Background: an optimization exercise with open tools, aiming at small area, a short achievable clock period and few clock cycles. Do not read the settings as production practice. RTL that was checked went through simulation tests only; none was proved equivalent to the original. Power and IR drop assume default switching activity.

v6:
// pvc_decoder
module pvc_decoder (
    input  wire        clk,
    input  wire        rst,
    input  wire        s_valid,
    output wire        s_ready,
    input  wire [19:0] s_last,
    input  wire [19:0] s_desc,
    input  wire        s_eob,
    input  wire [13:0] s_bits,
    input  wire        b_valid,
    output wire        b_ready,
    input  wire [19:0] b_data,
    output reg         r_valid,
    output reg  [19:0] r_value,
    output reg         v_valid,
    output reg         v_ok,
    output wire [13:0] v_used
);
    reg        dfull;           
    reg [2:0]  dmode;
    reg [3:0]  dq;
    reg        disd;            
    reg [19:0] dlast;
    reg        deob;
    reg        dfirst;          
    reg        nfirst;          
    reg        gd, gn;          
    reg        sr;              
    reg [13:0] brem;
    reg [2:0]  ib;
    reg        past;            
    reg        drain;           
    reg [19:0] s0, s1, s2;
    reg [2:0]  v;
    reg [4:0]  p;               
    reg [19:0] ph;              
    reg        vvalid;
  ...
Size: about 230 flip-flops, ~18000 um2 of cells after synthesis.
clock: 12.0 ns
lec_check: 0
abc_area: 1
cap_margin: 20
core_margin: 2
core_utilization: 40
setup_slack_margin: 5
slew_margin: 20
run.sh (not shown) runs the stock make flow with config.mk's settings and CLKGATE_MAP_FILE= SYNTH_SCRIPT=/design/flow/synth_recipe.tcl, a recipe that flattens the netlist after the stock synthesis.
v6 finished every step from synthesis to the final layout, and the layout passed the timing, DRC and antenna checks.
Edits applied to the flow inputs when going from v6 to v7:
==> flow/flow/run.sh (new file) <==
#!/bin/bash
set -euo pipefail
export SETUP_SLACK_MARGIN=8
bash standard.sh > standard_flow.log 2>&1
==> flow/standard.sh (new file) <==
#!/bin/bash
# synth_recipe.tcl (not shown) runs the flow's synth.tcl, then flattens the netlist and writes it again
# the make line also repeats each setting of config.mk as NAME=value (left out here)
make -C /OpenROAD-flow-scripts/flow DESIGN_CONFIG=/design/flow/config.mk WORK_HOME=/design/flow/orfs CLKGATE_MAP_FILE= SYNTH_SCRIPT=/design/flow/synth_recipe.tcl "${@:-finish}"
--- a/flow/config.mk
+++ b/flow/config.mk
@@ -10,4 +10,3 @@
 export CORE_MARGIN = 2
 export CORE_UTILIZATION = 40
-export SETUP_SLACK_MARGIN = 5
 export SLEW_MARGIN = 20
removed: flow/run.sh
Notes after the runs:
v[0] as the worst setup path endpoint was reported by v6, and sr by v7.
Any difference in synthesized cell count between v7 and v6 is small enough to ignore.
Taking v6 as the reference, in v7 xor-xnor portion of the synthesized cell area held steady; register share of total power shrank by 1.7 points; final-layout worst hold slack shrank by 6.5 ps.
Compared with v6, in v7 portion of the clock cycle consumed by the worst path in the final layout went down by 16 points, cell area after technology mapping was more or less identical, wire length went up by 6.6%, number of nets in the layout went up by 85.
Of v7 and v6, v7 shows the lower iteration count of the initial detailed-routing pass, with v6 above it.
Sort v7 and v6 by final-layout clock-cell area share asc -> top: v7
v7: done, clean on timing, DRC and antenna
Function was not checked in any run of this note: the RTL went through the layout flow alone.

Another version of the RTL of pvc_decoder (not shown whole).
Size in the first run: about 2500 cells after synthesis, roughly 240 flip-flops, about 17000 um2 of cells after synthesis.
// pvc_decoder
module pvc_decoder (
    input  wire        clk,
    input  wire        rst,
    input  wire        s_valid,
    output wire        s_ready,
    input  wire [19:0] s_last,
    input  wire [19:0] s_desc,
    input  wire        s_eob,
    input  wire [13:0] s_bits,
    input  wire        b_valid,
    output wire        b_ready,
    input  wire [19:0] b_data,
    output reg         r_valid,
    output reg  [19:0] r_value,
    output reg         v_valid,
    output reg         v_ok,
    output wire [13:0] v_used
);
export LEC_CHECK = 0
export ABC_AREA = 1
export CAP_MARGIN = 20
export CORE_MARGIN = 2
export CORE_UTILIZATION = 60
export CTS_BUF_LIST = sky130_fd_sc_hd__clkbuf_8
export SLEW_MARGIN = 20
export SYNTH_HIERARCHICAL = 1
export TNS_END_PERCENT = 5
create_clock -name core_clock -period 12.0 [get_ports {clk}]
standard.sh (not shown) runs the stock make flow with config.mk's settings and CLKGATE_MAP_FILE= SYNTH_SCRIPT=/design/flow/synth_recipe.tcl, a recipe that flattens the netlist after the stock synthesis.
==> flow/flow/run.sh <==
#!/bin/bash
set -euo pipefail
export SETUP_SLACK_MARGIN=8
bash standard.sh > standard_flow.log 2>&1
Edit:
CORE_UTILIZATION = 40   (was 60)
CTS_BUF_LIST = not set   (was sky130_fd_sc_hd__clkbuf_8)
TNS_END_PERCENT = not set   (was 5)
Power shrinks by 0.31%.
Clock-buffer cell count goes down by 6.
Final area rose by 1.3%.
Worst setup slack improves by 0.077 ns.
Global-route usage drops by 11 points.
Register-to-register slack improves by 0.08 ns.
Core utilization went down by 23 points.
Synthesized area does not change.
Cell count is higher by 4.7%.
Routed wire length came out higher by 3.2%.
Via count goes down by 2.1%.
Function was not checked in any run of this note: the RTL went through the layout flow alone.

Another version of the RTL of pvc_decoder (not shown whole).
Size: roughly 2400 cells after synthesis, ~240 flip-flops, about 120 I/O pins, ~16000 um^2 of cells after synthesis.
clock: 12.0 ns
lec_check: 0
abc_area: 1
cap_margin: 20
core_margin: 2
core_utilization: 40
cts_cluster_diameter: 250
cts_cluster_size: 18
slew_margin: 20
synth_hierarchical: 1
tns_end_percent: 5
==> flow/flow/run.sh <==
#!/bin/bash
set -euo pipefail
export SETUP_SLACK_MARGIN=8
export BUFFER_PORTS_ARGS="-buffer_cell sky130_fd_sc_hd__buf_4"
bash standard.sh > standard_flow.log 2>&1
Testbench counts at the start, summed over its fixed seeds: cycles 31,734.
Edit:
==> flow/flow/run.sh (replaced) <==
#!/bin/bash
set -euo pipefail
export SETUP_SLACK_MARGIN=7.6
bash standard.sh > standard_flow.log 2>&1
After rerunning: The changed run completed without violations; fmax goes down by 4.6%; worst setup slack degrades by 200 ps; global-route usage goes down by 0.21 points.
Edit:
==> flow/flow/run.sh (replaced) <==
#!/bin/bash
set -euo pipefail
export SETUP_SLACK_MARGIN=8
bash standard.sh > standard_flow.log 2>&1
Settings changed: CORE_UTILIZATION 40 to 50.
What happened:
- The new run passed the timing, DRC and antenna checks
- clock-buffer cell count went up by 2
- clock power grows by about 2%
- critical path depth stays the same
- setup slack gains 130 ps
- cell area is higher by 0.58%
- cell count goes down by 2.5%
- non-clock buffer count is higher by 10
- synthesized area is unchanged
- wire length is higher by 3.1%
- register-to-register slack gets better by 30 ps
Edit:
Settings changed: CORE_UTILIZATION 50 to 40, TNS_END_PERCENT 5 to 1.
After rerunning: Critical path depth came out higher by 16. Global-route usage came out lower by 6.2 points. Clock power came out higher by about 2%.
Edit:
==> flow/flow/run.sh (replaced) <==
#!/bin/bash
set -euo pipefail
export SETUP_SLACK_MARGIN=8.2
bash standard.sh > standard_flow.log 2>&1
Settings changed: TNS_END_PERCENT 1 to 5.
The changed run produced a clean layout.
Power rises by 0.34%.
Final area rises by 0.46%.
Global-route usage hardly moves.
Worst setup slack improved by 13 ps.
Clock skew barely changes.
Via count rises by about 0.47%.
Non-clock buffer count rises by 3.
Edit:
==> flow/flow/run.sh (replaced) <==
#!/bin/bash
set -euo pipefail
export SETUP_SLACK_MARGIN=8
export BUFFER_PORTS_ARGS="-buffer_cell sky130_fd_sc_hd__buf_4"
bash standard.sh > standard_flow.log 2>&1
Settings changed: TNS_END_PERCENT 5 to 1.
Flip-flop and latch count stays the same; worst hold slack stays flat; die area does not change; worst setup slack loses 76 ps; register-to-register slack is worse by 80 ps; power went down by 1.4%; count of clock-buffer cells in the layout decreases by 1; core utilization decreases by 0.61 points; global-route usage drops by 0.40 points; sequential power hardly moves; routed wire length came out lower by 1.1%.

pvc_decoder, a different RTL version from the one above (not shown whole).
For scale: about 2100 cells after synthesis, about 210 flip-flops, roughly 120 I/O pins, ~15000 µm² of cells after synthesis.
==> flow/config.mk <==
export PLATFORM = sky130hd
export DESIGN_NAME = pvc_decoder
export DESIGN_NICKNAME = pvc_decoder
export VERILOG_FILES = /design/flow/design.v
export SDC_FILE = /design/flow/constraint.sdc
export NUM_CORES = 4
export LEC_CHECK = 0
export ABC_AREA = 1
export CAP_MARGIN = 20
export CORE_MARGIN = 2
export CORE_UTILIZATION = 40
export SLEW_MARGIN = 20
==> flow/constraint.sdc <==
create_clock -name core_clock -period 12.0 [get_ports {clk}]
set_input_delay 2.4000 -clock core_clock [delete_from_list [all_inputs] [get_ports {clk}]]
set_output_delay 2.4000 -clock core_clock [all_outputs]
set_load 0.01 [all_outputs]
==> flow/flow/run.sh <==
#!/bin/bash
set -euo pipefail
export SETUP_SLACK_MARGIN=8.5
bash standard.sh > standard_flow.log 2>&1
The first run went through all stages and came out clean.
Change:
==> flow/run.sh (new file) <==
#!/bin/bash
# synth_recipe.tcl (not shown) runs the flow's synth.tcl, then flattens the netlist and writes it again
# the make line also repeats each setting of config.mk as NAME=value (left out here)
make -C /OpenROAD-flow-scripts/flow DESIGN_CONFIG=/design/flow/config.mk WORK_HOME=/design/flow/orfs CLKGATE_MAP_FILE= SYNTH_SCRIPT=/design/flow/synth_recipe.tcl finish
--- a/flow/config.mk
+++ b/flow/config.mk
@@ -11,0 +12 @@
+export SETUP_SLACK_MARGIN = 5
removed: flow/flow/run.sh
removed: flow/standard.sh
What happened: Worst setup slack loses 950 ps; maximum frequency decreases by 15%; critical path depth increases by 4; non-clock buffer count decreases by 123; cell area decreases by 13%; total power decreases by 13%.
No run of this note included a check of the RTL's function; only the layout flow was run.

pvc_decoder, a different RTL version from the one above (not shown whole).
For scale: roughly 2400 cells after synthesis, roughly 240 flip-flops, ~0.016 mm2 of cells after synthesis.
==> flow/config.mk <==
export PLATFORM = sky130hd
export DESIGN_NAME = pvc_decoder
export DESIGN_NICKNAME = pvc_decoder
export VERILOG_FILES = /design/flow/design.v
export SDC_FILE = /design/flow/constraint.sdc
export NUM_CORES = 4
export LEC_CHECK = 0
export ABC_AREA = 1
export CAP_MARGIN = 20
export CORE_MARGIN = 2
export CORE_UTILIZATION = 40
export CTS_CLUSTER_DIAMETER = 250
export CTS_CLUSTER_SIZE = 30
export SLEW_MARGIN = 20
export SYNTH_HIERARCHICAL = 1
export TNS_END_PERCENT = 5
==> flow/constraint.sdc <==
create_clock -name core_clock -period 12.0 [get_ports {clk}]
set_input_delay 2.4000 -clock core_clock [delete_from_list [all_inputs] [get_ports {clk}]]
set_output_delay 2.4000 -clock core_clock [all_outputs]
set_load 0.01 [all_outputs]
==> flow/flow/run.sh <==
#!/bin/bash
set -euo pipefail
export SETUP_SLACK_MARGIN=8
bash standard.sh > standard_flow.log 2>&1
Testbench counts at the start, summed over its fixed seeds: cycles 31,734.
Then changed:
ABC_AREA = 0   (was 1)
CTS_CLUSTER_DIAMETER = not set   (was 250)
CTS_CLUSTER_SIZE = not set   (was 30)
TNS_END_PERCENT = not set   (was 5)
=> The new run produced a clean layout. Critical path depth came out lower by 8. Wire length goes up by roughly a tenth. Total power went up by about a fifth. Non-clock buffer count increases by 7. Synthesized cell count falls by about a fifth. Via count came out lower slightly. Core utilization is higher by 1.0 points. Synthesized area climbs by a few percent. Sequential share of layout area came out lower by 2.1 points.
Then changed:
ABC_AREA = 1   (was 0)
CTS_CLUSTER_DIAMETER = 250   (was not set)
CTS_CLUSTER_SIZE = 18   (was not set)
TNS_END_PERCENT = 5   (was not set)
=> The new run finished with timing, DRC and antenna clean; via count rises slightly; core utilization falls by 1.3 points; worst hold slack loses 7.6 ps; power falls by roughly a tenth; setup slack gains 930 ps; design area falls by a little under a tenth; maximum frequency rises by about a fifth.
Then changed:
CAP_MARGIN = 10   (was 20)
CTS_BUF_LIST = sky130_fd_sc_hd__clkbuf_8   (was not set)
CTS_CLUSTER_DIAMETER = not set   (was 250)
CTS_CLUSTER_SIZE = not set   (was 18)
SLEW_MARGIN = 10   (was 20)
TNS_END_PERCENT = not set   (was 5)
Result: Cell count is higher by 2.5%; worst setup slack is worse by 100 ps; wire length is higher by 5.0%; cell area is higher by 3.9%; first-iteration DRC count is higher by 5.7%; clock power is higher by 36%; via count is higher by 1.9%; clock-buffer cell count is higher by 24; critical path depth is lower by 1; maximum frequency is lower by 2.5%.
Then changed:
==> flow/flow/run.sh (replaced) <==
#!/bin/bash
set -euo pipefail
export SETUP_SLACK_MARGIN=8.5
bash standard.sh > standard_flow.log 2>&1
CAP_MARGIN = 20   (was 10)
CTS_BUF_LIST = not set   (was sky130_fd_sc_hd__clkbuf_8)
SLEW_MARGIN = 20   (was 10)
Result: Sequential power hardly moves; combinational power is about the same; fmax increases by about 1.5%; core utilization goes up by 1.0 points; power went up by 2.8%; clock-buffer cell count drops by 7; first-iteration DRC count went down by 9.2%; worst setup slack is better by 64 ps; via count is about the same; die area stays the same; cell count is about the same.
Then changed:
==> flow/flow/run.sh (replaced) <==
#!/bin/bash
set -euo pipefail
export SETUP_SLACK_MARGIN=8
bash standard.sh > standard_flow.log 2>&1
After rerunning: Area after synthesis stays the same; combinational power barely changes; wire length goes down by 1.2%; non-clock buffer count came out lower by 27; hold slack is worse by 7.8 ps; design area fell by 1.9%; setup slack is worse by 47 ps; sequential share of layout area grows by 0.50 points; maximum frequency is lower by 1.1%; die area does not change; first-iteration DRC count rose by 3.8%.

-- afterwards: timing with drivers on the ports --
The flow's constraints put no driver on any port. The routed layouts listed below were extracted and timed again, unchanged, in two steps. Step 1 (the two cells are an assumption about what drives the block):
set clk [get_ports {clk}]
set_driving_cell -lib_cell sky130_fd_sc_hd__clkbuf_16 $clk
set_driving_cell -lib_cell sky130_fd_sc_hd__buf_2 [delete_from_list [all_inputs] $clk]
Step 2, shift: input delay + t, output delay - t, t = (earliest + latest rising clock arrival at the registers) / 2. This alone moves slack from input paths to output paths. Slacks: ideal / step 1 / step 2; pairs: ideal / step 1.
| run | shift t [ns] | slack for setup (ns) | hold slack, ns | worst setup path after step 2 | worst data-port slew with drivers (ns) |
|---|---|---|---|---|---|
| v6 | 0.605 | 5.944 / 5.944 / 5.944 | 0.332 / 0.332 / 0.332 | register to register | 0.06 |
| v7 | 0.607 | 7.818 / 7.818 / 7.269 | 0.325 / 0.325 / 0.325 | input to register | 0.06 |
| the first run of note 2 | 0.603 | 7.807 / 7.807 / 7.598 | 0.342 / 0.342 / 0.342 | input to register | 0.10 |
| the second run of note 2 | 0.612 | 7.884 / 7.884 / 7.606 | 0.338 / 0.338 / 0.338 | input to register | 0.05 |
| the first run of note 3 | 0.564 | 7.920 / 7.920 / 7.920 | 0.337 / 0.337 / 0.337 | register to register | 0.04 |
| the second run of note 3 | 0.556 | 7.722 / 7.670 / 7.578 | 0.342 / 0.342 / 0.342 | input to register | 0.04 |
| the third run of note 3 | 0.558 | 7.852 / 7.801 / 7.594 | 0.330 / 0.330 / 0.330 | input to register | 0.04 |
| the fourth run of note 3 | 0.568 | 7.990 / 7.952 / 7.589 | 0.336 / 0.336 / 0.336 | input to register | 0.04 |
| the fifth run of note 3 | 0.574 | 8.003 / 7.954 / 7.567 | 0.337 / 0.337 / 0.337 | input to register | 0.04 |
| the sixth run of note 3 | 0.563 | 7.927 / 7.927 / 7.927 | 0.337 / 0.337 / 0.337 | register to register | 0.04 |
| the first run of note 4 | 0.595 | 6.480 / 6.480 / 6.480 | 0.325 / 0.325 / 0.325 | register to register | 0.04 |
| the second run of note 4 | 0.577 | 5.530 / 5.530 / 5.530 | 0.327 / 0.327 / 0.327 | register to register | 0.05 |
| the first run of note 5 | 0.560 | 7.885 / 7.885 / 7.646 | 0.339 / 0.339 / 0.339 | input to register | 0.04 |
| the second run of note 5 | 0.621 | 6.957 / 6.957 / 6.957 | 0.339 / 0.339 / 0.339 | register to register | 0.04 |
| the third run of note 5 | 0.577 | 7.882 / 7.882 / 7.606 | 0.332 / 0.332 / 0.332 | input to register | 0.04 |
| the fourth run of note 5 | 0.653 | 7.779 / 7.779 / 7.651 | 0.330 / 0.330 / 0.330 | input to register | 0.04 |
| the fifth run of note 5 | 0.623 | 7.843 / 7.843 / 7.660 | 0.338 / 0.338 / 0.338 | input to register | 0.04 |
| the sixth run of note 5 | 0.611 | 7.796 / 7.796 / 7.649 | 0.331 / 0.331 / 0.331 | input to register | 0.04 |
After both steps setup and hold are still met in every run listed. The setup slack of v7, which loses most, moves by 0.000 ns with the drivers and by -0.549 ns with both steps.
